Context: an optimization exercise on an open-source flow, tuned for small area, a short achievable clock period and few clock cycles per item. The choices shown serve that exercise and are no tape-out recipe.
RTL that was checked went through simulation tests only; none was proved equivalent to the original.
The RTL of runs 1 and 4 to 6 was laid out without a check of its function.

[flow/design.v]
module sha256_core (
    input  wire         clk,
    input  wire         rst,          
    input  wire         in_valid,
    output wire         in_ready,
    input  wire         in_first,     
    input  wire [511:0] in_block,     
    output reg          out_valid,
    output wire [255:0] out_digest    
);
    localparam [255:0] IV = {32'h6a09e667, 32'hbb67ae85, 32'h3c6ef372, 32'ha54ff53a,
                             32'h510e527f, 32'h9b05688c, 32'h1f83d9ab, 32'h5be0cd19};
    localparam [2047:0] KTAB = {
        32'hc67178f2, 32'hbef9a3f7, 32'ha4506ceb, 32'h90befffa, 32'h8cc70208, 32'h84c87814, 32'h78a5636f, 32'h748f82ee,
        32'h682e6ff3, 32'h5b9cca4f, 32'h4ed8aa4a, 32'h391c0cb3, 32'h34b0bcb5, 32'h2748774c, 32'h1e376c08, 32'h19a4c116,
        32'h106aa070, 32'hf40e3585, 32'hd6990624, 32'hd192e819, 32'hc76c51a3, 32'hc24b8b70, 32'ha81a664b, 32'ha2bfe8a1,
        32'h92722c85, 32'h81c2c92e, 32'h766a0abb, 32'h650a7354, 32'h53380d13, 32'h4d2c6dfc, 32'h2e1b2138, 32'h27b70a85,
        32'h14292967, 32'h06ca6351, 32'hd5a79147, 32'hc6e00bf3, 32'hbf597fc7, 32'hb00327c8, 32'ha831c66d, 32'h983e5152,
        32'h76f988da, 32'h5cb0a9dc, 32'h4a7484aa, 32'h2de92c6f, 32'h240ca1cc, 32'h0fc19dc6, 32'hefbe4786, 32'he49b69c1,
        32'hc19bf174, 32'h9bdc06a7, 32'h80deb1fe, 32'h72be5d74, 32'h550c7dc3, 32'h243185be, 32'h12835b01, 32'hd807aa98,
        32'hab1c5ed5, 32'h923f82a4, 32'h59f111f1, 32'h3956c25b, 32'he9b5dba5, 32'hb5c0fbcf, 32'h71374491, 32'h428a2f98
    };
    reg         run;         
    reg         rdy;         
    reg         init;        
    reg  [6:0]  kc;          
    reg         first;       
    reg  [31:0] a, b, c, d, e, f, g, h, hk;
    reg  [31:0] kq;
    reg  [31:0] w [0:15];
    reg  [31:0] q0, q1, q2, q3, r0, r1, r2, r3;
    assign in_ready   = rdy;
    assign out_digest = {q3, q2, q1, q0, r3, r2, r1, r0};
    function [31:0] fa_s(input [31:0] x, input [31:0] y, input [31:0] z);
        fa_s = x ^ y ^ z;
    endfunction
    function [31:0] fa_c(input [31:0] x, input [31:0] y, input [31:0] z);
        fa_c = {(x[30:0] & y[30:0]) | (x[30:0] & z[30:0]) | (y[30:0] & z[30:0]), 1'b0};
    endfunction
    function [31:0] add_sk(input [31:0] x, input [31:0] y);
        reg [31:0] gg, pp, g2, p2;
        integer i, l;
        begin
            gg = x & y;
            pp = x ^ y;
            for (l = 1; l < 32; l = l * 2) begin
                g2 = gg;
                p2 = pp;
                for (i = 0; i < 32; i = i + 1)
                    if (i & l) begin
                        g2[i] = gg[i] | (pp[i] & gg[(i & ~(l - 1)) - 1]);
                        p2[i] = pp[i] & pp[(i & ~(l - 1)) - 1];
                    end
                gg = g2;
                pp = p2;
            end
            add_sk = (x ^ y) ^ {gg[30:0], 1'b0};
        end
    endfunction
    wire [31:0] s1  = {e[5:0], e[31:6]} ^ {e[10:0], e[31:11]} ^ {e[24:0], e[31:25]};
    wire [31:0] ch  = (e & f) | (~e & g);
    wire [31:0] s0  = {a[1:0], a[31:2]} ^ {a[12:0], a[31:13]} ^ {a[21:0], a[31:22]};
    wire [31:0] mj  = (a & b) | (a & c) | (b & c);
    wire [31:0] x1s = fa_s(s1, ch, hk), x1c = fa_c(s1, ch, hk);
    wire [31:0] x2s = fa_s(x1s, x1c, s0), x2c = fa_c(x1s, x1c, s0);
    wire [31:0] x3s = fa_s(x2s, x2c, mj), x3c = fa_c(x2s, x2c, mj);
    wire [31:0] a_new = add_sk(x3s, x3c);
    wire [31:0] y2s = fa_s(x1s, x1c, d), y2c = fa_c(x1s, x1c, d);
    wire [31:0] e_new = add_sk(y2s, y2c);
    wire [31:0] sig0 = {w[1][6:0], w[1][31:7]} ^ {w[1][17:0], w[1][31:18]} ^ (w[1] >> 3);
    wire [31:0] sig1 = {w[14][16:0], w[14][31:17]} ^ {w[14][18:0], w[14][31:19]} ^ (w[14] >> 10);
    wire [31:0] m1s = fa_s(sig0, sig1, w[0]), m1c = fa_c(sig0, sig1, w[0]);
    wire [31:0] m2s = fa_s(m1s, m1c, w[9]),  m2c = fa_c(m1s, m1c, w[9]);
    wire [5:0]  kcn = kc[5:0] + 6'd1;
    wire [31:0] kn  = KTAB[{kcn, 5'd0} +: 32];
    wire [31:0] hn  = init ? (first ? IV[31:0] : r0) : g;
    wire [31:0] p1s = fa_s(hn, kq, w[0]), p1c = fa_c(hn, kq, w[0]);
    wire [31:0] hk_next = add_sk(p1s, p1c);
    wire        addph = run & (kc[6] | (kc[5:1] == 5'b11111));
    reg  [31:0] iva, ive;
    always @(*) begin
        case (kc[1:0])
            2'b10: begin iva = IV[159:128]; ive = IV[31:0];   end
            2'b11: begin iva = IV[191:160]; ive = IV[63:32];  end
            2'b00: begin iva = IV[223:192]; ive = IV[95:64];  end
            default: begin iva = IV[255:224]; ive = IV[127:96]; end
        endcase
    end
    wire [31:0] w_next = add_sk(addph ? (first ? iva : q0) : m2s, addph ? a : m2c);
    wire [31:0] qsum = w_next;
    wire [31:0] rsum = add_sk(first ? ive : r0, e);
    wire        last = run & (kc == 7'd65);
    wire        take = rdy & in_valid;
    integer i;
    always @(posedge clk) begin
        if (rst) begin
            run       <= 1'b0;
            rdy       <= 1'b0;
            init      <= 1'b0;
            out_valid <= 1'b0;
        end else begin
            out_valid <= last;
            init      <= take;
            if (take)
                run <= 1'b1;
            else if (last)
                run <= 1'b0;
            rdy <= (run & (kc == 7'd64)) | ((~run | last) & ~take);
        end
    end
    always @(posedge clk) begin
        if (rdy) begin
            first <= in_first;
            for (i = 0; i < 16; i = i + 1)
                w[i] <= in_block[511 - 32*i -: 32];
        end else begin
            for (i = 0; i < 15; i = i + 1)
                w[i] <= w[i + 1];
            w[15] <= w_next;
        end
        kc <= take ? 7'd0 : kc + 7'd1;
        hk <= hk_next;
        kq <= take ? KTAB[31:0] : kn;
        if (init) begin
            if (first)
                {a, b, c, d, e, f, g, h} <= IV;
            else
                {a, b, c, d, e, f, g, h} <= {q3, q2, q1, q0, r3, r2, r1, r0};
        end else begin
            h <= g; g <= f; f <= e; e <= e_new;
            d <= c; c <= b; b <= a; a <= a_new;
        end
        if (addph) begin
            q0 <= q1; q1 <= q2; q2 <= q3; q3 <= qsum;
            r0 <= r1; r1 <= r2; r2 <= r3; r3 <= rsum;
        end
    end
endmodule
[flow/flow/run.sh]
#!/bin/bash
set -euo pipefail
export BUFFER_PORTS_ARGS="-buffer_cell sky130_fd_sc_hd__buf_1"
export SETUP_SLACK_MARGIN=5
bash standard.sh > standard_make.log 2>&1
[flow/standard.sh]
#!/bin/bash
# synth_recipe.tcl (not shown) runs the flow's synth.tcl, then flattens the netlist and writes it again
# the make line also repeats each setting of config.mk as NAME=value (left out here)
make -C /OpenROAD-flow-scripts/flow DESIGN_CONFIG=/design/flow/config.mk WORK_HOME=/design/flow/orfs CLKGATE_MAP_FILE= SYNTH_SCRIPT=/design/flow/synth_recipe.tcl "${@:-finish}"
[flow/config.mk]
export PLATFORM = sky130hd
export DESIGN_NAME = sha256_core
export DESIGN_NICKNAME = sha256_core
export VERILOG_FILES = /design/flow/design.v
export SDC_FILE = /design/flow/constraint.sdc
export NUM_CORES = 4
export LEC_CHECK = 0
export CAP_MARGIN = 20
export CORE_MARGIN = 2
export CORE_UTILIZATION = 55
export CTS_BUF_LIST = sky130_fd_sc_hd__clkbuf_16
export CTS_CLUSTER_DIAMETER = 120
export CTS_CLUSTER_SIZE = 20
export SLEW_MARGIN = 20
[flow/constraint.sdc]
create_clock -name core_clock -period 10.0 [get_ports {clk}]
set_input_delay 2.0000 -clock core_clock [delete_from_list [all_inputs] [get_ports {clk}]]
set_output_delay 2.0000 -clock core_clock [all_outputs]
set_load 0.01 [all_outputs]
==> results of run 1 <==
cell families (layout without fill, tap and decap cells):
| group | after synthesis | in the layout | synth area share (%) |
|---|---|---|---|
| AO/OA/AOI/OAI | 853 | 853 | 10.9 |
| XOR/XNOR | 406 | 406 | 6.93 |
| adder cells (fa/ha/maj) | 420 | 420 | 13.4 |
| buffers and inverters | 542 | 1201 | 4.00 |
| flip-flops | 1068 | 1068 | 46.7 |
| multiplexers | 556 | 556 | 12.1 |
| other | 0 | 11 | 0 |
| AND/OR/NAND/NOR | 712 | 712 | 6.00 |
worst paths after layout:
check / depth (start not counted) / to / startpoint / slack, ns
worst max register to register: 17 / w[15][27]$_DFF_P_ / w[14][22]$_DFF_P_ / 5.02
worst min register to register: 1 / w[2][10]$_DFF_P_ / w[3][10]$_DFF_P_ / 0.44
worst min-delay path: 1 / w[2][10]$_DFF_P_ / w[3][10]$_DFF_P_ / 0.44
worst max-delay path: 17 / w[15][27]$_DFF_P_ / w[14][22]$_DFF_P_ / 5.02
metal layers:
metal | track usage [%] | wire, um | vias to the layer above
met3 | 9.09 | 20700 | 552
met2 | 66.5 | 94400 | 2339
li1 | - | - | 16900
met4 | 26.7 | 16100 | 16
met1 | 53.2 | 77600 | 19200
met5 | 0 | 103 | -
final cells by class:
class,instances,area (um^2)
inverter,274,1080
clock inverter,31,173
antenna,11,27.5
multi-input combinational,2947,25600
sequential,1068,24000
timing repair buffer,836,3500
fill,7870,35500
clock buffer,59,1480
tap,1254,1570
timing repair inverter,1,11.3
timing repair:
action | in CTS | in global routing
cloned | 0 | 2
endpoints found under the setup margin | 75 | 37
gates resized for setup | 27 | 64
pin swaps | 1 | 15
buffers inserted | 6 | 13
sequential cells by signal (all words and copies together) (netlist names):
signal	count
kq	32
c	32
r2	32
init	1
b	32
r1	32
a	32
first	1
f	32
q0	32
run	1
d	32
w	512
hk	32
rdy	1
q1	32
q3	32
kc	7
r3	32
g	32
e	32
r0	32
out_valid	1
q2	32
Yosys cell counts (13+ instances only):
cell type | number | area [um^2]
a211oi_1 | 32 | 240
a21o_1 | 67 | 503
a21oi_1 | 203 | 1020
a22o_1 | 41 | 359
a31oi_1 | 23 | 144
buf_1 | 36 | 135
clkbuf_1 | 226 | 848
dfxtp_1 | 811 | 16200
edfxtp_1 | 257 | 7720
fa_1 | 222 | 4440
ha_1 | 172 | 2150
inv_1 | 270 | 1010
maj3_1 | 26 | 260
mux2_2 | 532 | 5990
mux2i_1 | 24 | 240
nand2_1 | 282 | 1060
nand2b_1 | 13 | 81.3
nand3_1 | 40 | 200
nor2_1 | 238 | 893
nor2b_1 | 45 | 282
nor3_1 | 40 | 200
o211ai_1 | 23 | 173
o21a_1 | 20 | 150
o21ai_0 | 221 | 1110
o22a_1 | 82 | 718
o22ai_1 | 17 | 106
xnor2_1 | 334 | 2930
xor2_1 | 72 | 631
through the flow:
stage,cell area (um^2),setup WS (ns),instances
floorplan,51300,5.12,4557
global placement,55200,4.16,6359
detailed placement,55200,4.06,6359
CTS,57100,4.87,6455
global route,57400,4.89,6471
finish,57400,5.02,6481
worst max-delay path, delay by kind of cell (launching register included):
family	cells	cell delay, ns
AOI/OAI and AO/OA	7	1.77
xor gates and xnor gates	2	0.47
adders and majority gates	3	1.27
DFF	1	0.66
muxes	1	0.26
and+or+nand+nor	4	0.45
==> flow_summary.json, run 1 <==
{
  "final_nets": 6097,
  "overflow": 0,
  "antenna_found_initial": 28,
  "core_area_um2": 92900,
  "crit_path_frequent_cell": "a21o_1",
  "cts_buffers": 59,
  "crit_chain": "xnor2_1 > xnor2_1 > fa_1 > fa_1 > nand2_1 > nand2_1 > ha_1 > a21o_1 > a21o_1 > a21o_1 > a41oi_1 > nor2_2 > a31o_4 > a211o_1 > a311oi_1 > nor2_1 > mux2_2",
  "area_growth_pct": 11.9,
  "dieWidth_um": 309,
  "slew_viol_final": 0,
  "ant_nets": 0,
  "final_cell_mix": "784 x dfxtp_1, 773 x buf_1, 532 x mux2_2, 330 x xnor2_1, 294 x inv_1",
  "grt_pass1_wl_mm": 281,
  "yosysWarnings": 2,
  "synth_nets": 5467,
  "yosysUniqueCellTypes": 77,
  "drv_cap": 0,
  "critPathLaunchType": "register",
  "port-buffer-count": 773,
  "cts_root_buffer": "clkbuf_16",
  "gp_congestion": 1.04,
  "hold_path.class": "register to register",
  "grt_pass1_vias": 37400,
  "std_cell_rows": 112,
  "fin_worst_skew_ns": 0.0273,
  "synth_area_um2": 51300,
  "ys.flop_type": "dfxtp_1",
  "cts.path.max_buffers": 3,
  "final-hold-violation-count": 0,
  "cts_tree": "done",
  "vias": 39000,
  "totalWireLength_mm": 209,
  "layout_commonest_cell": "dfxtp_1",
  "drt_iter0_drc": 4704,
  "synth_edf_count": 257,
  "status": "complete, no violations",
  "pin_count": 774,
  "path_class": "register to register",
  "dieArea_um2": 95800,
  "cp-end-kind": "register",
  "ys_seq_area_share_pct": 46.7,
  "postLayoutCoreUtil_pct": 61.8,
  "async_flop_share_pct": 0,
  "max_freq_ghz": 0.201,
  "ys_ff_latch": 1068,
  "firstDrtPassIters": 8,
  "grtUsageTotal_pct": 42.3,
  "cp_slowest_cell": "dfxtp_1",
  "drive_gt1_share_pct": 14.4,
  "avgViaCountPerCell": 6.02,
  "clk_latency_ns": 0.72,
  "clock-sinks": 1068,
  "remaining_drc_errors": 0,
  "setup_viol": 0,
  "syn-instance-count": 4557,
  "grt_max_degree": 140,
  "die_y_um": 309,
  "initial_utilization_pct": 55.2,
  "cp.arrival_ns": 5.60,
  "worstMarginPinSlew_ns": 1.12,
  "worst_slew_margin_rel_pct": 25.1,
  "rsz0062_at_grt": "true",
  "path_max_fanout": 4,
  "min_period_ns": 4.98,
  "hold_ws_ns": 0.444,
  "wire_per_inst_um": 32.2,
  "hpwl_mm": 166,
  "critical-path-max-stage-delay_ns": 0.66,
  "avgSynthCellArea_um2": 11.3,
  "clkTransAtPathRegs_ns": 0.10,
  "setup_tns_ns": 0,
  "ctsHtreeMaxLevel": 2,
  "post-route-period-util_pct": 49.8,
  "worstPathRequired_ns": 10.61,
  "ctsHoldBuffers": 0
}
==> run 2: changes to the inputs <==
--- a/flow/design.v
+++ b/flow/design.v
@@ -28,4 +28,10 @@
     reg  [31:0] a, b, c, d, e, f, g, h, hk;
-    reg  [31:0] kq;
-    reg  [31:0] w [0:15];
+    reg  [31:0] wq [0:15];
+    wire [31:0] w [0:15];
+    genvar gi;
+    generate
+        for (gi = 0; gi < 16; gi = gi + 1) begin : wpol
+            assign w[gi] = (gi % 2) ? ~wq[gi] : wq[gi];
+        end
+    endgenerate
     reg  [31:0] q0, q1, q2, q3, r0, r1, r2, r3;
@@ -73,6 +79,5 @@
     wire [31:0] m2s = fa_s(m1s, m1c, w[9]),  m2c = fa_c(m1s, m1c, w[9]);
-    wire [5:0]  kcn = kc[5:0] + 6'd1;
-    wire [31:0] kn  = KTAB[{kcn, 5'd0} +: 32];
+    wire [31:0] kn  = KTAB[{kc[5:0], 5'd0} +: 32];
     wire [31:0] hn  = init ? (first ? IV[31:0] : r0) : g;
-    wire [31:0] p1s = fa_s(hn, kq, w[0]), p1c = fa_c(hn, kq, w[0]);
+    wire [31:0] p1s = fa_s(hn, kn, w[0]), p1c = fa_c(hn, kn, w[0]);
     wire [31:0] hk_next = add_sk(p1s, p1c);
@@ -114,7 +119,7 @@
             for (i = 0; i < 16; i = i + 1)
-                w[i] <= in_block[511 - 32*i -: 32];
+                wq[i] <= (i % 2) ? ~in_block[511 - 32*i -: 32] : in_block[511 - 32*i -: 32];
         end else begin
             for (i = 0; i < 15; i = i + 1)
-                w[i] <= w[i + 1];
-            w[15] <= w_next;
+                wq[i] <= ~wq[i + 1];
+            wq[15] <= ~w_next;
         end
@@ -122,3 +127,2 @@
         hk <= hk_next;
-        kq <= take ? KTAB[31:0] : kn;
         if (init) begin
--- a/flow/config.mk
+++ b/flow/config.mk
@@ -10,5 +10,5 @@
 export CORE_UTILIZATION = 55
-export CTS_BUF_LIST = sky130_fd_sc_hd__clkbuf_16
-export CTS_CLUSTER_DIAMETER = 120
-export CTS_CLUSTER_SIZE = 20
+export CTS_BUF_LIST = sky130_fd_sc_hd__clkbuf_8
+export CTS_CLUSTER_DIAMETER = 70
+export CTS_CLUSTER_SIZE = 14
 export SLEW_MARGIN = 20
==> flow_summary.json, run 2 <==
{
  "status": "complete, no violations",
  "synth_nets": 5538,
  "min_period_ns": 4.93,
  "max_freq_ghz": 0.203,
  "clock-sinks": 1036,
  "ys_ff_latch": 1036,
  "nFillCells": 7583,
  "rsz0062_at_grt": "false",
  "cp-end-kind": "register",
  "worstMarginPinSlew_ns": 1.12,
  "avgSynthCellArea_um2": 10.6,
  "vias": 38600,
  "layout_commonest_cell": "buf_1",
  "gp_congestion": 1.04,
  "synth_edf_count": 257,
  "std_cell_rows": 109,
  "port-buffer-count": 773,
  "dieWidth_um": 303,
  "grt_use_met2_pct": 66.6,
  "hpwl_mm": 154,
  "ctsHtreeMaxLevel": 3,
  "yosysUniqueCellTypes": 76,
  "cts_tree": "done",
  "yosysWarnings": 2,
  "regMostFlops": "wq",
  "post-route-period-util_pct": 49.3,
  "largest_reg_flops": 512,
  "cts_root_buffer": "clkbuf_8",
  "busiest_layer": "met2",
  "totalWireLength_mm": 196,
  "hold_path.class": "register to register",
  "critPathLaunchType": "register",
  "final_cell_mix": "773 x buf_1, 760 x dfxtp_1, 355 x nor2_1, 348 x a21oi_1, 306 x nand2_1",
  "yosysMostFrequentCell": "dfxtp_1",
  "core_area_um2": 88600,
  "pin_count": 774,
  "synth_top_cells_by_count": "779 x dfxtp_1, 369 x nor2_1, 354 x a21oi_1",
  "remaining_drc_errors": 0,
  "slew_viol_final": 0,
  "die_y_um": 303,
  "yosysTopAreaCell": "dfxtp_1",
  "dp_cells": 6329,
  "grt_util_met1_pct": 51.6,
  "final-hold-violation-count": 0,
  "setup_tns_ns": 0,
  "worstHoldPathCells": 1,
  "use_met3_pct": 9.99,
  "reg2reg_depth": 14,
  "synth_top_area_share_pct": 31.7,
  "async_flop_share_pct": 0,
  "antenna_found_initial": 15,
  "drv_cap": 0,
  "final_nets": 6185,
  "wire_per_inst_um": 30.1,
  "ys_seq_area_share_pct": 47.3,
  "setup_viol": 0,
  "ys.flop_type": "dfxtp_1",
  "initial_utilization_pct": 55.6,
  "cp.arrival_ns": 5.62,
  "drive_gt1_share_pct": 6.33,
  "area_growth_pct": 12.2,
  "overflow": 0,
  "dieArea_um2": 92000,
  "grt_pass1_vias": 37200,
  "grt_pass1_wl_mm": 268,
  "clkTransAtPathRegs_ns": 0.11,
  "fin_cells": 6499,
  "cts_buffers": 87,
  "fin_worst_skew_ns": 0.0440,
  "worstPathRequired_ns": 10.70,
  "grtUsageTotal_pct": 41.5,
  "worst_slew_margin_rel_pct": 25.1,
  "grt_max_degree": 192,
  "firstDrtPassIters": 6,
  "synth_area_um2": 49300,
  "cts.path.max_buffers": 3,
  "clk_latency_ns": 0.81,
  "avgViaCountPerCell": 5.94,
  "ys_top_cells_by_area": "dfxtp_1 32%, edfxtp_1 16%, fa_1 9.0%",
  "ctsHoldBuffers": 0,
  "syn-instance-count": 4631,
  "path_max_fanout": 6,
  "ant_nets": 0,
  "path_class": "register to register",
  "drt_iter0_drc": 4695,
  "postLayoutCoreUtil_pct": 62.3
}
[run 2: path summary, 6_finish.rpt]
| kind | from | endpoint | slack (ns) |
|---|---|---|---|
| max reg2reg | e[27]$_DFF_P_ | e[16]$_DFF_P_ | 5.07 |
| min reg2reg | wq[3][1]$_DFF_P_ | wq[2][1]$_DFF_P_ | 0.38 |
| max | e[27]$_DFF_P_ | e[16]$_DFF_P_ | 5.07 |
| min | wq[3][1]$_DFF_P_ | wq[2][1]$_DFF_P_ | 0.38 |
[run 2: kinds of logic (layout without fill, tap and decap cells)]
family / count (synthesis) / count (layout) / share of synthesized area [%]
other: 0 / 8 / 0
DFF: 1036 / 1036 / 47.3
xor gates and xnor gates: 393 / 393 / 6.99
and+or+nand+nor: 912 / 913 / 7.95
muxes: 323 / 323 / 6.89
buffers and inverters: 503 / 1197 / 3.85
adders and majority gates: 416 / 416 / 13.8
AOI/OAI and AO/OA: 1048 / 1048 / 13.2
[run 2: cell type report]
type                            count  area (um^2)  area share, %
Multi-Input combinational cell   3093        24400           44.2
Antenna cell                        8         20.0         0.0362
Sequential cell                  1036        23400           42.3
Timing Repair inverter              1         8.76         0.0158
Inverter                          225          878           1.59
Tap cell                         1165         1460           2.64
Clock inverter                     49          275          0.498
Timing Repair Buffer              834         3620           6.55
Clock buffer                       88         1210           2.19
[run 2: worst max-delay path, stage by stage (launching register included)]
cell       delay (ns)
dfxtp_1          0.63
xnor2_2          0.21
fa_1             0.59
xor2_1           0.26
xor2_1           0.22
ha_1             0.26
a21o_1           0.18
a21o_1           0.23
a2111oi_4        0.48
o32ai_4          0.21
nor2_1           0.23
o21ai_0          0.22
a21o_1           0.27
fa_1             0.56
a22o_1           0.26
[run 2: metrics by stage]
stage	worst slack, ns	instance area (um^2)	hold slack, ns
finish	5.07	55300	0.384
global route	4.98	55300	0.391
CTS	4.95	54800	0.393
detailed placement	3.81	53000	0.392
global placement	3.93	53000	0.390
floorplan	5.07	49300	0.387
[run 2: per-layer routing]
| layer | vias to the layer above | wire [um] | share of wire [%] |
|---|---|---|---|
| li1 | 17200 | - | - |
| met5 | - | 94 | 0.048 |
| met2 | 2165 | 90300 | 46 |
| met1 | 18700 | 73900 | 38 |
| met3 | 501 | 18200 | 9.3 |
| met4 | 14 | 13000 | 6.7 |
[run 2: what timing repair did]
item,CTS,global route
resized for setup,54,67
pin swaps,4,12
endpoints found under the setup margin,88,60
cloned,2,3
buffers inserted,11,9
Testbench counts of run 2, summed over its fixed seeds: cycles 25,368, blocks 384.
==> run 3: changes to the inputs <==
--- a/flow/config.mk
+++ b/flow/config.mk
@@ -10,5 +10,5 @@
 export CORE_UTILIZATION = 55
-export CTS_BUF_LIST = sky130_fd_sc_hd__clkbuf_8
-export CTS_CLUSTER_DIAMETER = 70
-export CTS_CLUSTER_SIZE = 14
+export CTS_BUF_LIST = sky130_fd_sc_hd__clkbuf_16
+export CTS_CLUSTER_DIAMETER = 120
+export CTS_CLUSTER_SIZE = 20
 export SLEW_MARGIN = 20
==> flow_summary.json, run 3 <==
{
  "status": "complete, no violations",
  "hpwl_mm": 154,
  "area_growth_pct": 12.4,
  "vias": 38500,
  "yosysTopAreaCell": "dfxtp_1",
  "grt_max_degree": 192,
  "ctsHtreeMaxLevel": 2,
  "crit_path_frequent_cell": "fa_1",
  "drt_iter0_drc": 4574,
  "ys_top_cells_by_area": "dfxtp_1 32%, edfxtp_1 16%, fa_1 9.0%",
  "clk_latency_ns": 0.70,
  "max_freq_ghz": 0.203,
  "clock-sinks": 1036,
  "gp_congestion": 1.04,
  "cts_root_buffer": "clkbuf_16",
  "path_max_fanout": 6,
  "crit_family": "adder cells",
  "syn-instance-count": 4631,
  "drive_gt1_share_pct": 5.59,
  "min_period_ns": 4.93,
  "critPathLaunchType": "register",
  "final-hold-violation-count": 0,
  "ys_seq_area_share_pct": 47.3,
  "fin_worst_skew_ns": 0.0494,
  "overflow": 0,
  "critPathBufInv": 0,
  "cts_buffers": 58,
  "port-buffer-count": 773,
  "setup_viol": 0,
  "use_met3_pct": 8.61,
  "ys_ff_latch": 1036,
  "totalWireLength_mm": 195,
  "std_cell_rows": 109,
  "firstDrtPassIters": 8,
  "dp_cells": 6329,
  "wire_per_inst_um": 30.2,
  "largest_reg_flops": 512,
  "post-route-period-util_pct": 49.3,
  "drv_cap": 0,
  "cp-end-kind": "register",
  "synth_area_um2": 49300,
  "remaining_drc_errors": 0,
  "grt_pass1_wl_mm": 268,
  "cts_tree": "done",
  "synth_top_cells_by_count": "779 x dfxtp_1, 369 x nor2_1, 354 x a21oi_1",
  "crit_chain": "mux2_2 > fa_1 > fa_1 > ha_1 > and4_1 > nand3_1 > o32ai_4 > nor2_1 > o21ai_0 > a21o_1 > fa_1 > a22o_1",
  "yosysMostFrequentCell": "dfxtp_1",
  "busiest_layer": "met2",
  "final_nets": 6155,
  "yosysWarnings": 2,
  "avgViaCountPerCell": 5.96,
  "worst_slew_margin_rel_pct": 17.2,
  "ctsHoldBuffers": 0,
  "grtUsageTotal_pct": 41.4,
  "dieWidth_um": 303,
  "async_flop_share_pct": 0,
  "hold_path.class": "register to register",
  "worstMarginPinSlew_ns": 1.24,
  "final_cell_mix": "773 x buf_1, 761 x dfxtp_1, 356 x nor2_1, 347 x a21oi_1, 306 x nand2_1",
  "synth_nets": 5538,
  "synth_top_area_share_pct": 31.7,
  "initial_utilization_pct": 55.6,
  "yosysUniqueCellTypes": 76,
  "grt_pass1_vias": 37000,
  "setup_tns_ns": 0,
  "cp.arrival_ns": 5.52,
  "die_y_um": 303,
  "slew_viol_final": 0,
  "synth_edf_count": 257,
  "layout_commonest_cell": "buf_1",
  "path_class": "register to register",
  "dieArea_um2": 92000,
  "clkTransAtPathRegs_ns": 0.10,
  "regMostFlops": "wq",
  "antenna_found_initial": 14,
  "avgSynthCellArea_um2": 10.6,
  "core_area_um2": 88600,
  "ant_nets": 0,
  "pin_count": 774,
  "grt_use_met2_pct": 66.8,
  "ys.flop_type": "dfxtp_1",
  "fin_cells": 6453,
  "cp_slowest_cell": "fa_1",
  "grt_util_met1_pct": 52.0,
  "cts.path.max_buffers": 3,
  "rsz0062_at_grt": "false",
  "worstPathRequired_ns": 10.60,
  "critical-path-max-stage-delay_ns": 0.71
}
run 3: cell types whose count changed in the layout (fill, tap and decap cells not counted), moves of 2 or more:
cell,before,now
clkinv_2,5,0
inv_8,3,1
buf_6,5,7
clkbuf_8,89,0
clkbuf_16,2,60
clkinvlp_4,7,2
inv_1,251,248
run 3: layer usage:
metal  wire length, um  vias up
li1                  -    17200
met1             73300    18800
met2             90500     2020
met3             17900      469
met4             12800       12
met5                78        -
run 3: what timing repair did:
action	CTS	global route
pin swaps	4	12
gates resized for setup	54	69
setup buffers	12	8
cloned	2	2
setup endpoints to repair	88	57
run 3: cell type report:
class / instances / area [um^2]
diodes: 7 / 17.5
clock buffers: 59 / 1480
clock inverters: 34 / 170
fillers: 7541 / 33300
inverters: 225 / 878
multi-input cells: 3093 / 24500
flip-flops and latches: 1036 / 23300
well taps: 1165 / 1460
repair buffers: 833 / 3570
repair inverters: 1 / 8.76
run 3: kinds of logic (layout without fill, tap and decap cells):
| group | after synthesis | count (layout) | share of synthesized area, % |
|---|---|---|---|
| compound gates | 1048 | 1048 | 13.2 |
| other cells | 0 | 7 | 0 |
| flops | 1036 | 1036 | 47.3 |
| buf+inv | 503 | 1152 | 3.85 |
| simple gates | 912 | 913 | 7.95 |
| xor+xnor | 393 | 393 | 6.99 |
| fa+ha+maj | 416 | 416 | 13.8 |
| mux | 323 | 323 | 6.89 |
run 3: path summary, 6_finish.rpt:
check	depth (start not counted)	startpoint	to	slack (ns)
worst max-delay path	12	e[11]$_DFF_P_	e[16]$_DFF_P_	5.07
worst min-delay path	1	wq[7][31]$_DFF_P_	wq[6][31]$_DFF_P_	0.40
worst max register to register	12	e[11]$_DFF_P_	e[16]$_DFF_P_	5.07
worst min register to register	1	wq[7][31]$_DFF_P_	wq[6][31]$_DFF_P_	0.40
run 3: stage by stage:
stage	setup WS, ns	util (%)	area, um^2	hold slack [ns]
2_1_floorplan	5.07	-	49300	0.387
3_3_place_gp	3.93	59.8	53000	0.390
3_5_place_dp	3.81	59.8	53000	0.392
4_1_cts	4.97	62.1	55000	0.400
5_1_grt	4.97	62.5	55400	0.402
6_report	5.07	62.5	55400	0.398
==> run 4: changes to the inputs <==
--- a/flow/design.v
+++ b/flow/design.v
@@ -27,3 +27,5 @@
     reg         first;       
-    reg  [31:0] a, b, c, d, e, f, g, h, hk;
+    reg  [31:0] a, c, e, g, h, hk;
+    reg  [31:0] bn, dn, fn;
+    wire [31:0] b = ~bn, d = ~dn, f = ~fn;
     reg  [31:0] wq [0:15];
@@ -129,8 +131,8 @@
             if (first)
-                {a, b, c, d, e, f, g, h} <= IV;
+                {a, bn, c, dn, e, fn, g, h} <= IV ^ {32'd0, {32{1'b1}}, 32'd0, {32{1'b1}}, 32'd0, {32{1'b1}}, 64'd0};
             else
-                {a, b, c, d, e, f, g, h} <= {q3, q2, q1, q0, r3, r2, r1, r0};
+                {a, bn, c, dn, e, fn, g, h} <= {q3, ~q2, q1, ~q0, r3, ~r2, r1, r0};
         end else begin
-            h <= g; g <= f; f <= e; e <= e_new;
-            d <= c; c <= b; b <= a; a <= a_new;
+            h <= g; g <= ~fn; fn <= ~e; e <= e_new;
+            dn <= ~c; c <= ~bn; bn <= ~a; a <= a_new;
         end
==> flow_summary.json, run 4 <==
{
  "status": "complete, no violations",
  "critPathLaunch": "e[10]$_DFF_P_",
  "dieArea_um2": 92500,
  "core_area_um2": 89600,
  "async_flop_share_pct": 0,
  "hold_path.class": "register to register",
  "cp.depth": 14,
  "largest_reg_flops": 512,
  "yosysUniqueCellTypes": 86,
  "slew_viol_final": 0,
  "grt_pass1_wl_mm": 269,
  "fin_ws_ns": 4.90,
  "rsz0062_at_grt": "true",
  "post-route-period-util_pct": 51.0,
  "std_cell_rows": 110,
  "worstPathRequired_ns": 10.57,
  "layout_commonest_cell": "buf_1",
  "grt_pass1_vias": 37700,
  "setup_tns_ns": 0,
  "port-buffer-count": 773,
  "ant_nets": 0,
  "post-place-ws_ns": 3.76,
  "clock-sinks": 1036,
  "area_growth_pct": 13.0,
  "ctsHoldBuffers": 0,
  "ys_ff_latch": 1036,
  "dp_cells": 6506,
  "critical-path-max-stage-delay_ns": 0.55,
  "setup_viol": 0,
  "regMostFlops": "wq",
  "r2r-end": "a[26]$_DFF_P_",
  "path_max_fanout": 6,
  "max_freq_ghz": 0.196,
  "synth_top_area_share_pct": 31.5,
  "worst_slew_margin_rel_pct": 29.7,
  "final_cell_mix": "773 x buf_1, 752 x dfxtp_1, 378 x inv_1, 359 x o21ai_0, 341 x nor2_1",
  "nFillCells": 7684,
  "firstDrtPassIters": 6,
  "hpwl_mm": 152,
  "avgSynthCellArea_um2": 10.3,
  "critPathLaunchType": "register",
  "avgViaCountPerCell": 5.84,
  "clkTransAtPathRegs_ns": 0.09,
  "postLayoutCoreUtil_pct": 62.5,
  "cp.arrival_ns": 5.66,
  "yosysWarnings": 2,
  "crit_family": "adder cells",
  "reg2reg_depth": 14,
  "totalWireLength_mm": 193,
  "crit_path_frequent_cell": "fa_1",
  "grt_max_degree": 230,
  "clk_latency_ns": 0.73,
  "dr.max_layer_used": "met5",
  "wire_per_inst_um": 29.0,
  "vias": 38800,
  "worstMarginPinSlew_ns": 1.04,
  "cts.path.max_buffers": 3,
  "synth_top_cells_by_count": "779 x dfxtp_1, 373 x o21ai_0, 358 x nor2_1",
  "drv_cap": 0,
  "cts_buffers": 58,
  "cts_tree": "done",
  "remaining_drc_errors": 0,
  "ys_seq_area_share_pct": 47.0,
  "gp_congestion": 1.05,
  "final_nets": 6330,
  "pin_count": 774,
  "wl_met1_mm": 73.3,
  "crit_chain": "mux2i_1 > fa_1 > fa_1 > fa_1 > ha_1 > a21o_1 > a31o_1 > a221o_1 > a21oi_4 > nor2_1 > or3_1 > a31oi_1 > xor2_1 > o21ai_1",
  "synth_nets": 5711,
  "fin_worst_skew_ns": 0.0583,
  "r2r_slack_ns": 4.90,
  "yosysMostFrequentCell": "dfxtp_1",
  "met3_length_mm": 16.4,
  "min_period_ns": 5.10,
  "fin_cells": 6645,
  "drive_gt1_share_pct": 5.90,
  "dieWidth_um": 304,
  "ctsHtreeMaxLevel": 2,
  "synth_area_um2": 49600,
  "cts_root_buffer": "clkbuf_16",
  "cp_slowest_cell": "fa_1",
  "synth_edf_count": 257,
  "ys_top_cells_by_area": "dfxtp_1 31%, edfxtp_1 16%, fa_1 8.9%",
  "drt_iter0_drc": 4417,
  "final-hold-violation-count": 0,
  "wl_met2_mm": 89.4,
  "path_class": "register to register",
  "initial_utilization_pct": 55.3,
  "yosysTopAreaCell": "dfxtp_1",
  "critPathBufInv": 0,
  "r2r_start": "e[10]$_DFF_P_",
  "worstSetupEndpoint": "a[26]$_DFF_P_",
  "overflow": 0,
  "cp-end-kind": "register",
  "syn-instance-count": 4804,
  "antenna_found_initial": 21,
  "ys.flop_type": "dfxtp_1",
  "die_y_um": 304,
  "grtUsageTotal_pct": 40.6
}
## run 4: kinds of logic (layout without fill, tap and decap cells)
| logic type | Yosys count | in the layout | synth area share [%] |
|---|---|---|---|
| compound gates | 1065 | 1065 | 12.7 |
| flops | 1036 | 1036 | 47.0 |
| simple gates | 922 | 922 | 8.01 |
| buf+inv | 647 | 1303 | 4.90 |
| fa+ha+maj | 421 | 421 | 13.8 |
| xor+xnor | 402 | 402 | 7.10 |
| mux | 311 | 311 | 6.42 |
| other cells | 0 | 9 | 0 |
## run 4: cell type report
cell class	instances	area [um^2]	area share, %
Multi-Input combinational cell	3121	24400	43.5
Timing Repair Buffer	846	3680	6.58
Antenna cell	9	22.5	0.0402
Tap cell	1176	1470	2.63
Inverter	359	1380	2.46
Sequential cell	1036	23400	41.7
Timing Repair inverter	1	5.00	0.00894
Clock inverter	38	205	0.366
Clock buffer	59	1480	2.64
## run 4: worst min path at each step
stage                            from                end  slack [ns]  depth (start not counted)
floorplan           wq[12][0]$_DFF_P_  wq[11][0]$_DFF_P_        0.39                          1
global placement    wq[5][25]$_DFF_P_  wq[4][25]$_DFF_P_        0.39                          1
detailed placement   wq[8][1]$_DFF_P_   wq[7][1]$_DFF_P_        0.39                          1
CTS                 wq[12][4]$_DFF_P_  wq[11][4]$_DFF_P_        0.40                          1
global route        wq[8][29]$_DFF_P_  wq[7][29]$_DFF_P_        0.41                          1
finish              wq[12][4]$_DFF_P_  wq[11][4]$_DFF_P_        0.40                          1
## run 4: stage by stage
step / hold slack, ns / cell area (um^2)
global route: 0.411 / 56000
floorplan: 0.387 / 49600
detailed placement: 0.392 / 53300
CTS: 0.398 / 55500
finish: 0.400 / 56000
global placement: 0.390 / 53300
## run 4: what timing repair did
action | in CTS | in global routing
resized for setup | 84 | 89
buffers inserted | 12 | 17
endpoints found under the setup margin | 115 | 61
gates cloned | 3 | 1
pin swaps | 5 | 15
## run 4: per-layer routing
layer	up-vias	GRT usage, %
met2	1918	66.3
met4	10	23.9
met1	18900	50.3
met5	-	0
li1	17500	-
met3	490	7.84
==> run 5: changes to the inputs <==
--- a/flow/design.v
+++ b/flow/design.v
@@ -27,5 +27,4 @@
     reg         first;       
-    reg  [31:0] a, c, e, g, h, hk;
-    reg  [31:0] bn, dn, fn;
-    wire [31:0] b = ~bn, d = ~dn, f = ~fn;
+    reg  [31:0] a, b, c, d, e, f, g, h, hk;
+    reg  [31:0] s1, ch, mj;
     reg  [31:0] wq [0:15];
@@ -67,9 +66,6 @@
     endfunction
-    wire [31:0] s1  = {e[5:0], e[31:6]} ^ {e[10:0], e[31:11]} ^ {e[24:0], e[31:25]};
-    wire [31:0] ch  = (e & f) | (~e & g);
     wire [31:0] s0  = {a[1:0], a[31:2]} ^ {a[12:0], a[31:13]} ^ {a[21:0], a[31:22]};
-    wire [31:0] mj  = (a & b) | (a & c) | (b & c);
     wire [31:0] x1s = fa_s(s1, ch, hk), x1c = fa_c(s1, ch, hk);
-    wire [31:0] x2s = fa_s(x1s, x1c, s0), x2c = fa_c(x1s, x1c, s0);
-    wire [31:0] x3s = fa_s(x2s, x2c, mj), x3c = fa_c(x2s, x2c, mj);
+    wire [31:0] x2s = fa_s(x1s, x1c, mj), x2c = fa_c(x1s, x1c, mj);
+    wire [31:0] x3s = fa_s(x2s, x2c, s0), x3c = fa_c(x2s, x2c, s0);
     wire [31:0] a_new = add_sk(x3s, x3c);
@@ -77,2 +73,13 @@
     wire [31:0] e_new = add_sk(y2s, y2c);
+    wire [255:0] hinit = first ? IV : {q3, q2, q1, q0, r3, r2, r1, r0};
+    wire [31:0] a_d = init ? hinit[255:224] : a_new;
+    wire [31:0] b_d = init ? hinit[223:192] : a;
+    wire [31:0] c_d = init ? hinit[191:160] : b;
+    wire [31:0] d_d = init ? hinit[159:128] : c;
+    wire [31:0] e_d = init ? hinit[127:96]  : e_new;
+    wire [31:0] f_d = init ? hinit[95:64]   : e;
+    wire [31:0] g_d = init ? hinit[63:32]   : f;
+    wire [31:0] s1_d = {e_d[5:0], e_d[31:6]} ^ {e_d[10:0], e_d[31:11]} ^ {e_d[24:0], e_d[31:25]};
+    wire [31:0] ch_d = (e_d & f_d) | (~e_d & g_d);
+    wire [31:0] mj_d = (a_d & b_d) | (a_d & c_d) | (b_d & c_d);
     wire [31:0] sig0 = {w[1][6:0], w[1][31:7]} ^ {w[1][17:0], w[1][31:18]} ^ (w[1] >> 3);
@@ -129,11 +136,5 @@
         hk <= hk_next;
-        if (init) begin
-            if (first)
-                {a, bn, c, dn, e, fn, g, h} <= IV ^ {32'd0, {32{1'b1}}, 32'd0, {32{1'b1}}, 32'd0, {32{1'b1}}, 64'd0};
-            else
-                {a, bn, c, dn, e, fn, g, h} <= {q3, ~q2, q1, ~q0, r3, ~r2, r1, r0};
-        end else begin
-            h <= g; g <= ~fn; fn <= ~e; e <= e_new;
-            dn <= ~c; c <= ~bn; bn <= ~a; a <= a_new;
-        end
+        a <= a_d; b <= b_d; c <= c_d; d <= d_d;
+        e <= e_d; f <= f_d; g <= g_d;
+        s1 <= s1_d; ch <= ch_d; mj <= mj_d;
         if (addph) begin
==> flow/flow/run.sh (replaced) <==
#!/bin/bash
set -euo pipefail
export BUFFER_PORTS_ARGS="-buffer_cell sky130_fd_sc_hd__buf_1"
export SETUP_SLACK_MARGIN=5.5
bash standard.sh > standard_make.log 2>&1
==> flow_summary.json, run 5 <==
{
  "synth_simple_gate_area_share_pct": 6.27,
  "drt_iter0_drc": 4527,
  "final_nets": 6368,
  "drv_cap": 0,
  "dieArea_um2": 96500,
  "setup_tns_ns": 0,
  "area_growth_pct": 17.3,
  "ctsHtreeMaxLevel": 3,
  "fin_cells": 6751,
  "grtUsageTotal_pct": 40.9,
  "worstPathRequired_ns": 10.58,
  "slew_viol_final": 0,
  "reg2reg_depth": 17,
  "yosysWarnings": 2,
  "hold_path.class": "register to register",
  "final_cell_mix": "829 x dfxtp_1, 773 x buf_1, 401 x inv_1, 386 x mux2i_1, 281 x nand2_1",
  "postPlaceCellArea_um2": 55700,
  "setup_viol": 0,
  "synth_xor_area_share_pct": 6.42,
  "max_freq_ghz": 0.210,
  "clkTransAtPathRegs_ns": 0.09,
  "dieWidth_um": 311,
  "status": "complete, no violations",
  "initial_utilization_pct": 55.4,
  "syn-instance-count": 4672,
  "min_period_ns": 4.76,
  "synthMuxAreaShare_pct": 8.92,
  "r2r_slack_ns": 5.24,
  "synth_edf_count": 257,
  "cp.arrival_ns": 5.34,
  "vias": 39600,
  "path_max_fanout": 3,
  "wire_per_inst_um": 30.0,
  "largest_reg_flops": 512,
  "ys.flop_type": "dfxtp_1",
  "synth_nets": 5593,
  "core_area_um2": 93300,
  "cts_tree": "done",
  "path_class": "register to register",
  "synthAdderAreaFrac_pct": 13.7,
  "post-route-period-util_pct": 47.6,
  "ys_seq_area_share_pct": 48.8,
  "firstDrtPassIters": 6,
  "std_cell_rows": 112,
  "antenna_found_initial": 15,
  "yosysTopAreaCell": "dfxtp_1",
  "hold_ws_ns": 0.386,
  "hpwl_mm": 157,
  "overflow": 0,
  "clock-sinks": 1132,
  "critPathLaunchType": "register",
  "clk_latency_ns": 0.70,
  "grt_pass1_wl_mm": 281,
  "cts_root_buffer": "clkbuf_16",
  "synth_top_cells_by_count": "875 x dfxtp_1, 388 x mux2i_1, 382 x inv_1",
  "remaining_drc_errors": 0,
  "r2r-end": "mj[27]$_DFF_P_",
  "async_flop_share_pct": 0,
  "fin_worst_skew_ns": 0.0421,
  "pin_count": 774,
  "rsz0062_at_grt": "true",
  "yosysUniqueCellTypes": 84,
  "final-hold-violation-count": 0,
  "die_y_um": 311,
  "post-place-ws_ns": 3.55,
  "fin_ws_ns": 5.24,
  "yosysMostFrequentCell": "dfxtp_1",
  "synth_area_um2": 51700,
  "worstMarginPinSlew_ns": 1.23,
  "port-buffer-count": 773,
  "gp_congestion": 1.03,
  "regMostFlops": "wq",
  "totalWireLength_mm": 203,
  "postLayoutCoreUtil_pct": 65.0,
  "cts.path.max_buffers": 3,
  "design_area_um2": 60700,
  "avgSynthCellArea_um2": 11.1,
  "grt_max_degree": 195,
  "ys_top_cells_by_area": "dfxtp_1 34%, edfxtp_1 15%, fa_1 9.1%",
  "ys_ff_latch": 1132,
  "synth_top_family_by_area": "adder cells",
  "ant_nets": 0,
  "r2r_start": "s1[2]$_DFF_P_",
  "cts_buffers": 66,
  "synth_top_area_share_pct": 33.9,
  "synth_compound_area_share_pct": 11.3,
  "cp-end-kind": "register",
  "ctsHoldBuffers": 0,
  "dp_cells": 6497,
  "worstSetupEndpoint": "mj[27]$_DFF_P_",
  "grt_pass1_vias": 38600,
  "avgViaCountPerCell": 5.86,
  "drive_gt1_share_pct": 12.0,
  "critPathLaunch": "s1[2]$_DFF_P_",
  "worst_slew_margin_rel_pct": 18.0,
  "layout_commonest_cell": "dfxtp_1"
}
-- run 5: changes by cell type after synthesis, moves of 69 or more --
cell,delta
a21oi_1,-101
o21ai_0,-123
clkbuf_1,-69
mux2i_1,+88
nor2_1,-103
dfxtp_1,+96
-- run 5: worst min-delay path by stage --
| stage | from | end | depth (start not counted) |
|---|---|---|---|
| 2_1_floorplan | wq[12][0]$_DFF_P_ | wq[11][0]$_DFF_P_ | 1 |
| 3_3_place_gp | wq[8][30]$_DFF_P_ | wq[7][30]$_DFF_P_ | 1 |
| 3_5_place_dp | wq[3][13]$_DFF_P_ | wq[2][13]$_DFF_P_ | 1 |
| 4_1_cts | wq[2][8]$_DFF_P_ | wq[1][8]$_DFF_P_ | 1 |
| 5_1_grt | wq[2][8]$_DFF_P_ | wq[1][8]$_DFF_P_ | 1 |
| 6_report | wq[2][8]$_DFF_P_ | wq[1][8]$_DFF_P_ | 1 |
-- run 5: routing by layer --
metal / part of all wire, % / GRT usage (%) / up-vias
li1: - / - / 17500
met1: 37 / 50.8 / 19300
met2: 46 / 65.7 / 2198
met3: 9.2 / 8.20 / 547
met4: 7.8 / 25.4 / 6
met5: 0.021 / 0 / -
-- run 5: kinds of logic after synthesis --
| logic type | count (synthesis) |
|---|---|
| AO/OA/AOI/OAI | 909 |
| XOR/XNOR | 379 |
| adder cells (fa/ha/maj) | 431 |
| buffers and inverters | 628 |
| flip-flops | 1132 |
| multiplexers | 445 |
| AND/OR/NAND/NOR | 748 |
-- run 5: cell type report --
| class | instances | area [um^2] |
|---|---|---|
| clock buffers | 68 | 1700 |
| repair buffers | 946 | 4510 |
| diodes | 16 | 40.0 |
| multi-input cells | 2914 | 25900 |
| inverters | 386 | 1510 |
| clock inverters | 34 | 176 |
| well taps | 1254 | 1570 |
| flip-flops and latches | 1132 | 25300 |
| fillers | 7475 | 32600 |
| repair inverters | 1 | 8.76 |
-- run 5: critical path, cell delays in order, from the launching register on --
cell	delay, ns
dfxtp_2	0.34
fa_1	0.51
fa_1	0.53
inv_2	0.05
fa_1	0.50
inv_1	0.05
ha_1	0.27
a21o_1	0.20
a311o_1	0.38
nand4_1	0.19
nand2_2	0.11
a2111o_2	0.57
nand3_4	0.14
buf_4	0.14
o21bai_1	0.07
xor2_1	0.24
nand2_1	0.12
o21bai_2	0.21
-- run 5: what timing repair did --
item,CTS,global route
setup buffers,82,49
pin swaps,93,129
gates cloned,4,1
endpoints found under the setup margin,151,95
resized for setup,243,207
==> run 6: changes to the inputs <==
==> flow/flow/run.sh (replaced) <==
#!/bin/bash
set -euo pipefail
export BUFFER_PORTS_ARGS="-buffer_cell sky130_fd_sc_hd__buf_1"
export SETUP_SLACK_MARGIN=5
bash standard.sh > standard_make.log 2>&1
==> flow_summary.json, run 6 <==
{
  "clkTransAtPathRegs_ns": 0.09,
  "yosysUniqueCellTypes": 84,
  "drv_cap": 0,
  "totalWireLength_mm": 198,
  "grt_pass1_vias": 37900,
  "layout_commonest_cell": "dfxtp_1",
  "port-buffer-count": 773,
  "firstDrtPassIters": 5,
  "die_y_um": 311,
  "final_cell_mix": "862 x dfxtp_1, 773 x buf_1, 406 x inv_1, 387 x mux2i_1, 295 x nand2_1",
  "std_cell_rows": 112,
  "busiest_layer": "met2",
  "hold_path.class": "register to register",
  "synth_edf_count": 257,
  "max_freq_ghz": 0.201,
  "async_flop_share_pct": 0,
  "pin_count": 774,
  "ctsHtreeMaxLevel": 3,
  "worst_slew_margin_rel_pct": 24.8,
  "dieArea_um2": 96500,
  "grtUsageTotal_pct": 40.0,
  "status": "complete, no violations",
  "dieWidth_um": 311,
  "final_nets": 6281,
  "setup_tns_ns": 0,
  "cts_buffers": 66,
  "ys_ff_latch": 1132,
  "critPathLaunchType": "register",
  "grt_max_degree": 190,
  "final-hold-violation-count": 0,
  "yosysMostFrequentCell": "dfxtp_1",
  "synth_top_cells_by_count": "875 x dfxtp_1, 388 x mux2i_1, 382 x inv_1",
  "slew_viol_final": 0,
  "largest_reg_flops": 512,
  "avgSynthCellArea_um2": 11.1,
  "hold_path.startpoint": "wq[15][9]$_DFF_P_",
  "wire_per_inst_um": 29.7,
  "yosysTopAreaCell": "dfxtp_1",
  "clock-sinks": 1132,
  "yosysWarnings": 2,
  "cp.arrival_ns": 5.51,
  "grt_pass1_wl_mm": 275,
  "overflow": 0,
  "cts_tree": "done",
  "worstMarginPinSlew_ns": 1.13,
  "min_period_ns": 4.97,
  "syn-instance-count": 4672,
  "r2r_slack_ns": 5.03,
  "cts.path.max_buffers": 3,
  "fin_worst_skew_ns": 0.0586,
  "drt_iter0_drc": 4012,
  "antenna_found_initial": 18,
  "area_growth_pct": 13.4,
  "min_to": "wq[14][9]$_DFF_P_",
  "r2r_start": "kc[1]$_SDFF_PP0_",
  "vias": 38700,
  "setup_viol": 0,
  "path_max_fanout": 7,
  "hpwl_mm": 157,
  "post-route-period-util_pct": 49.7,
  "ys_top_cells_by_area": "dfxtp_1 34%, edfxtp_1 15%, fa_1 9.1%",
  "remaining_drc_errors": 0,
  "drive_gt1_share_pct": 6.67,
  "cts_root_buffer": "clkbuf_16",
  "ys_seq_area_share_pct": 48.8,
  "core_area_um2": 93300,
  "use_met3_pct": 7.81,
  "regMostFlops": "wq",
  "gp_congestion": 1.03,
  "initial_utilization_pct": 55.4,
  "synth_top_area_share_pct": 33.9,
  "clk_latency_ns": 0.69,
  "r2r-end": "hk[31]$_DFF_P_",
  "ctsHoldBuffers": 0,
  "synth_nets": 5593,
  "reg2reg_depth": 22,
  "ant_nets": 0,
  "rsz0062_at_grt": "true",
  "cp-end-kind": "register",
  "grt_use_met2_pct": 64.1,
  "ys.flop_type": "dfxtp_1",
  "grt_util_met1_pct": 50.2,
  "worstPathRequired_ns": 10.54,
  "worstHoldPathCells": 1,
  "synth_area_um2": 51700,
  "nFillCells": 7798,
  "avgViaCountPerCell": 5.81,
  "path_class": "register to register"
}
-- run 6: final cells by class --
class                      instances  area [um^2]  area share [%]
sequential                      1132        25300            43.1
multi-input combinational       2914        24700            42.0
timing repair buffer             859         3740            6.37
clock buffer                      68         1700            2.90
tap                             1254         1570            2.67
inverter                         386         1500            2.55
clock inverter                    36          184           0.314
antenna                           13         32.5          0.0555
timing repair inverter             1         16.3          0.0277
-- run 6: how the worst max path moves through the flow --
stage                      from        endpoint  slack (ns)  cells past startpoint
2_1_floorplan  kc[1]$_SDFF_PP0_  hk[31]$_DFF_P_        5.03                     20
3_3_place_gp   kc[1]$_SDFF_PP0_  hk[31]$_DFF_P_        3.04                     20
3_5_place_dp   kc[1]$_SDFF_PP0_  hk[31]$_DFF_P_        2.89                     19
4_1_cts        kc[1]$_SDFF_PP0_  hk[31]$_DFF_P_        4.99                     20
5_1_grt        kc[1]$_SDFF_PP0_  hk[31]$_DFF_P_        4.84                     22
6_report       kc[1]$_SDFF_PP0_  hk[31]$_DFF_P_        5.03                     22
-- run 6: logic make-up (layout without fill, tap and decap cells) --
family,Yosys count,count (layout),share of synthesized area (%)
flops,1132,1132,48.8
buf+inv,628,1350,4.56
xor+xnor,379,379,6.42
mux,445,445,8.92
simple gates,748,750,6.27
compound gates,909,909,11.3
other cells,0,13,0
fa+ha+maj,431,431,13.7
-- run 6: per-stage QoR --
stage	hold WS, ns	std cells	utilization (%)	instance area [um^2]	worst slack [ns]
CTS	0.391	6632	62.4	58200	4.99
detailed placement	0.392	6506	59.8	55800	2.89
finish	0.394	6663	62.9	58700	5.03
floorplan	0.387	4672	-	51700	5.03
global placement	0.389	6506	59.8	55800	3.04
global route	0.399	6662	62.9	58700	4.84
-- run 6: layer usage --
layer | part of all wire, % | wire length [um]
met1 | 39 | 76700
met2 | 46 | 90800
met3 | 8.2 | 16300
met4 | 7.2 | 14300
met5 | 0.028 | 56
-- run 6: what timing repair did --
item                       4_1_cts  5_1_grt
setup endpoints to repair       98       57
pin swaps                        7       22
hold endpoints to repair         0        0
gates cloned                     2        2
buffers inserted                20       16
gates resized for setup         79       56
-- run 6: critical path, stage by stage (launching register included) --
cell        delay, ns
dfxtp_4          0.42
clkinvlp_4       0.22
ha_4             0.40
clkinvlp_4       0.12
buf_12           0.14
nor2_4           0.20
a21oi_1          0.06
mux4_2           0.45
nor2_1           0.10
a21oi_1          0.09
fa_1             0.53
inv_1            0.04
ha_1             0.20
nor3_1           0.29
o21ai_2          0.17
a211oi_4         0.41
nor3b_2          0.11
a2111oi_4        0.19
buf_4            0.18
o21ai_1          0.12
a21oi_2          0.18
o21bai_1         0.09
xnor2_1          0.12

[static timing again, ports no longer ideal]
The results above use ideal ports. As a check the final layouts listed here were re-extracted and re-timed, cells and wires unchanged. Step 1 (the two cells are an assumption about what drives the block):
set clk [get_ports {clk}]
set_driving_cell -lib_cell sky130_fd_sc_hd__clkbuf_16 $clk
set_driving_cell -lib_cell sky130_fd_sc_hd__buf_2 [delete_from_list [all_inputs] $clk]
Step 2 also shifts input and output timing later by t, the mid clock arrival at the registers, as if the neighbouring blocks saw the same clock. Three values: ideal ports, drivers, drivers and shift; two values: the first two.
run | t (ns) | setup WS [ns] | clock arrival spread, ns
run 1 | 0.784 | 5.015 / 5.015 / 5.015 | 0.027 / 0.027
run 2 | 0.863 | 5.073 / 5.073 / 5.073 | 0.044 / 0.044
run 3 | 0.762 | 5.073 / 5.073 / 5.073 | 0.050 / 0.049
run 4 | 0.774 | 4.903 / 4.903 / 4.903 | 0.061 / 0.061
run 5 | 0.750 | 5.241 / 5.241 / 5.241 | 0.044 / 0.044
run 6 | 0.744 | 5.033 / 5.033 / 5.033 | 0.059 / 0.059
After both steps every run listed still meets setup and hold.
